What follows belongs to an exercise in optimizing a design on an open flow for small area, a short achievable clock period and few clock cycles per item; a production flow would make more cautious choices.
Only simulation tests tie the RTL to the original design; equivalence was not proved.

## red
==> flow/design.v (excerpt) <==
module dvn_sha256 (
    input  wire         clk,
    input  wire         rst,         
    input  wire         in_valid,
    output wire         in_ready,
    input  wire [31:0]  in_data,
    input  wire         in_first,    
    output wire         out_valid,
    output wire [255:0] digest
);
Size in the first run: ~1100 flip-flops, roughly 290 I/O pins, about 51000 sq um of cells after synthesis.
clock: 20.0 ns
lec_check: 0
cap_margin: 20
core_margin: 2
core_utilization: 50
cts_cluster_diameter: 80
cts_cluster_size: 30
slew_margin: 20
standard.sh (not shown) runs the stock make flow with config.mk's settings and CLKGATE_MAP_FILE= SYNTH_SCRIPT=/design/flow/synth_recipe.tcl, a recipe that flattens the netlist after the stock synthesis.
==> flow/flow/run.sh <==
#!/bin/bash
set -euo pipefail
bash standard.sh SETUP_SLACK_MARGIN=${MARGIN:-14.75} \
  "BUFFER_PORTS_ARGS=-buffer_cell sky130_fd_sc_hd__buf_2" finish > flow.log 2>&1
Testbench counts of red, summed over its fixed seeds: cycles 24,712, blocks 384.
Input changes introduced in blue (baseline for comparison: red):
Settings: a deleted CTS_CLUSTER_SIZE that had been 30; a deleted CTS_CLUSTER_DIAMETER that had been 80; a change of CORE_UTILIZATION from 50 to 60.
==> flow/flow/run.sh <==
#!/bin/bash
set -euo pipefail
bash standard.sh SETUP_SLACK_MARGIN=${MARGIN:-14.5} \
  "BUFFER_PORTS_ARGS=-buffer_cell sky130_fd_sc_hd__buf_2" finish > flow.log 2>&1
Findings:
Looking at pre-CTS worst setup slack across blue and red, the one that comes out lower is blue.
In blue, the overall die height came out 28 um below the value in red.
[blue] worst setup slack fell 180 ps relative to red
Relative to blue, the following input files were edited for green:
Settings: CORE_UTILIZATION now 50, was 60; CTS_CLUSTER_DIAMETER now 70, previously not set; CTS_CLUSTER_SIZE now 24, previously not set.
### Flow results
Per the comparison of green with blue, final cell area excluding filler cells went down about 1.3%; number of cells in the design after placement rose 241.
The first element of the critical path comes out he1[22]$_DFF_P_ in one run and e[3]$_SDFF_PP1_ in the other, namely in green and blue respectively.
In the reports for blue and green, the larger count of antenna diodes in the layout belongs to blue.
Against blue, green reports a transition at the pin with the smallest max-transition slack that is lower.
green vs blue on clock network contribution to total cell area: green is the lower one.
green vs blue: total number of cells along the worst setup path down in green
On worst setup slack: green sits below blue.
Delta (green minus blue): clock sink count held; wire length of the first global-routing pass increased about 1.2%; iteration-0 DRC count of the detailed router lost 662; final routed wirelength across all metal layers now sits higher.
--- input diff green..orange ---
Settings: removing CTS_CLUSTER_DIAMETER (formerly 70); removing CTS_CLUSTER_SIZE (formerly 24).
==> flow/flow/run.sh <==
#!/bin/bash
set -euo pipefail
bash standard.sh SETUP_SLACK_MARGIN=${MARGIN:-14.8} \
  "BUFFER_PORTS_ARGS=-buffer_cell sky130_fd_sc_hd__buf_2" finish > flow.log 2>&1
--- outcome ---
orange: no failed stages, no open violations at the end. As of orange, number of clock buffers in the layout had risen by more than half compared to green. | post-route minimum period | orange vs green | 260 ps lower |. Cmp orange vs green: global routing usage on met1 lower in orange. orange against green: layout net count moved up; area of all placed cells without fillers went up about 8%; core utilization went up.

========
Setup of v43:
dvn_sha256 again, from the RTL that the note above started with.
==> flow/design.v (excerpt) <==
module dvn_sha256 (
    input  wire         clk,
    input  wire         rst,         
    input  wire         in_valid,
    output wire         in_ready,
    input  wire [31:0]  in_data,
    input  wire         in_first,    
    output wire         out_valid,
    output wire [255:0] digest
);
    localparam [31:0] IV0 = 32'h6a09e667, IV1 = 32'hbb67ae85,
                      IV2 = 32'h3c6ef372, IV3 = 32'ha54ff53a,
                      IV4 = 32'h510e527f, IV5 = 32'h9b05688c,
                      IV6 = 32'h1f83d9ab, IV7 = 32'h5be0cd19;
    reg  [3:0]  ph;           
    reg  [1:0]  q;            
    reg         run;          
    reg         fresh;        
    reg  [3:0]  wcnt;         
    reg         pend_first;   
    reg         cur_first;    
    reg         rdy_q;
    reg         done_q;
    reg  [5:0]  kidx;         
    reg  [31:0] w [0:15];
    reg  [31:0] a, b, c, d, e, f, g, h;
    reg  [31:0] ha0, ha1, ha2, ha3;    
    reg  [31:0] he0, he1, he2, he3;    
    wire accept  = in_valid & rdy_q;
    wire q3      = (q == 2'd3);
    wire ph15    = (ph == 4'd15);
    reg  last;        
    reg  add_en;      
    reg  ld_iv;       
    reg  fold_h;      
    reg  fold_iv;     
    wire slot_ok = ~run | q3;                      
    wire start_if = (wcnt == 4'd15);
    wire start   = accept & start_if;
    wire       run_na = run & ~last;
    wire       run_a  = start_if | run_na;
    wire       run_n  = accept ? run_a : run_na;
  ...
==> flow/config.mk <==
export PLATFORM = sky130hd
export DESIGN_NAME = dvn_sha256
export DESIGN_NICKNAME = dvn_sha256
export VERILOG_FILES = /design/flow/design.v
export SDC_FILE = /design/flow/constraint.sdc
export NUM_CORES = 4
export LEC_CHECK = 0
export CAP_MARGIN = 20
export CORE_MARGIN = 2
export CORE_UTILIZATION = 50
export CTS_CLUSTER_DIAMETER = 80
export CTS_CLUSTER_SIZE = 30
export SLEW_MARGIN = 20
==> flow/constraint.sdc <==
create_clock -name core_clock -period 20.0 [get_ports {clk}]
set_input_delay 4.0000 -clock core_clock [delete_from_list [all_inputs] [get_ports {clk}]]
set_output_delay 4.0000 -clock core_clock [all_outputs]
set_load 0.01 [all_outputs]
==> flow/flow/run.sh <==
#!/bin/bash
set -euo pipefail
bash standard.sh SETUP_SLACK_MARGIN=${MARGIN:-14.5} \
  "BUFFER_PORTS_ARGS=-buffer_cell sky130_fd_sc_hd__buf_2" finish > flow.log 2>&1
Testbench counts of v43, summed over its fixed seeds: cycles 24,712, blocks 384.
Here is what was changed in the inputs of v24 compared with v43.
- CTS_BUF_LIST: unset -> sky130_fd_sc_hd__clkbuf_8 sky130_fd_sc_hd__clkbuf_16
==> flow/flow/run.sh <==
#!/bin/bash
set -euo pipefail
bash standard.sh SETUP_SLACK_MARGIN=${MARGIN:-14.65} \
  "BUFFER_PORTS_ARGS=-buffer_cell sky130_fd_sc_hd__buf_2" finish > flow.log 2>&1
[summary]
In summary, v43 completed successfully, with a layout that passed the timing, design-rule and antenna checks. v24: done, clean on timing, DRC and antenna. The fraction of standard cell area in multi-input logic on v43 is in line with that on v24. Via count sits higher in v24 than in v43. v24 against v43: clock-buffer cell count moved down; design area moved up; final estimated routing congestion in global placement moved up; final worst-path cycle share moved down. Per the comparison of v24 with v43, global routing usage summed across all routing layers roughly the same, synthesized netlist net count neither gained nor lost much, shortest period the worst path allows now sits lower, hold slack went up by 0.018 ns.
Inputs modified between v24 and v23:
- a deleted CTS_BUF_LIST that had been sky130_fd_sc_hd__clkbuf_8 sky130_fd_sc_hd__clkbuf_16
- a change of CORE_UTILIZATION from 50 to 56
==> flow/flow/run.sh <==
#!/bin/bash
set -euo pipefail
bash standard.sh SETUP_SLACK_MARGIN=${MARGIN:-14.5} \
  "BUFFER_PORTS_ARGS=-buffer_cell sky130_fd_sc_hd__buf_2" finish > flow.log 2>&1
==> notes.md <==
In the flow results for v23 and v24, the non-clock buffer count is smaller on v23. Cmp v23 vs v24: placer congestion estimate lower in v23. Diff v24..v23 | part of the Yosys area used for sequential elements | unchanged. v23 vs. v24: total of max-cap violations did not really move, post-synthesis to final-layout area growth moved down, final area lower. v23 reports its capture point of the worst path as digest[231] while v24 reports digest[225].
#### Input delta (v42 over v23)
- GPL_TIMING_DRIVEN: unset -> 1
- CORE_UTILIZATION: 56 -> 50
--- outcome ---
v42 went all the way through the flow, and no timing, DRC or antenna check failed. Instance count after placement with tap cells included: v42 higher than v23. Where number of vias after detailed routing is concerned, v23 is outperformed by v42. Share of the clock period used by the worst path on v42 is up relative to v23.
Setup changes, v42 to v54
- GPL_TIMING_DRIVEN: 1 -> unset
==> flow/flow/run.sh <==
#!/bin/bash
set -euo pipefail
bash standard.sh SETUP_SLACK_MARGIN=${MARGIN:-14.2} \
  "BUFFER_PORTS_ARGS=-buffer_cell sky130_fd_sc_hd__buf_2" finish > flow.log 2>&1
## What came out
Proportion of cell area occupied by registers of v54 is on par with v42. v42 → v54: post-route worst setup slack went down by 0.16 ns, global-route wire length before repair was more or less identical. Status: wire length per cell after detailed routing parity (v42, v54). When v54 is measured against v42, its non-clock buffer count turns out about 1.2% lower. Taking v42 as the reference, in v54 final period demand of the worst path up 0.16 ns; maximum operating frequency down 5.1 MHz; flip-flop and latch count flat. Diff v42 and v54: number of cells on the worst reg-to-reg path higher in v42. v54 vs v42 — final design area excluding fillers dropped slightly. v54 reached the end of the flow, and the finished layout is clean on the timing, design-rule and antenna checks.

-- port drivers added, routing unchanged --
How much do the figures lean on ideal ports? The routed layouts below were timed once more, with nothing changed but the port constraints.
Step 1: set_driving_cell puts a clkbuf_16 on clk and a buf_2 on each other input, an assumption about the parent block.
Step 2 also shifts input and output timing later by t, the mid clock arrival at the registers, as if the neighbouring blocks saw the same clock.
a / b / c = ideal / step 1 / step 2; a / b = the first two.
run | shift t [ns] | setup WS [ns] | slew at the worst register clock pin (ns) | pins driven straight from the clock port
red | 0.768 | 14.725 / 14.654 / 14.581 | 0.11 / 0.11 | 1
blue | 0.778 | 14.543 / 14.475 / 14.352 | 0.07 / 0.07 | 1
green | 0.760 | 14.487 / 14.409 / 14.331 | 0.09 / 0.09 | 1
orange | 0.780 | 14.748 / 14.678 / 14.616 | 0.07 / 0.07 | 1
v43 | 0.777 | 14.483 / 14.413 / 14.305 | 0.12 / 0.12 | 1
v24 | 0.770 | 14.671 / 14.595 / 14.543 | 0.12 / 0.12 | 1
v23 | 0.768 | 14.541 / 14.467 / 14.301 | 0.11 / 0.11 | 1
v42 | 0.777 | 14.483 / 14.413 / 14.305 | 0.12 / 0.12 | 1
v54 | 0.775 | 14.323 / 14.323 / 14.311 | 0.12 / 0.12 | 1
After both steps setup and hold are still met in every run listed. For v23, which loses most, drivers alone change the setup slack by -0.074 ns; drivers and shift together by -0.240 ns.
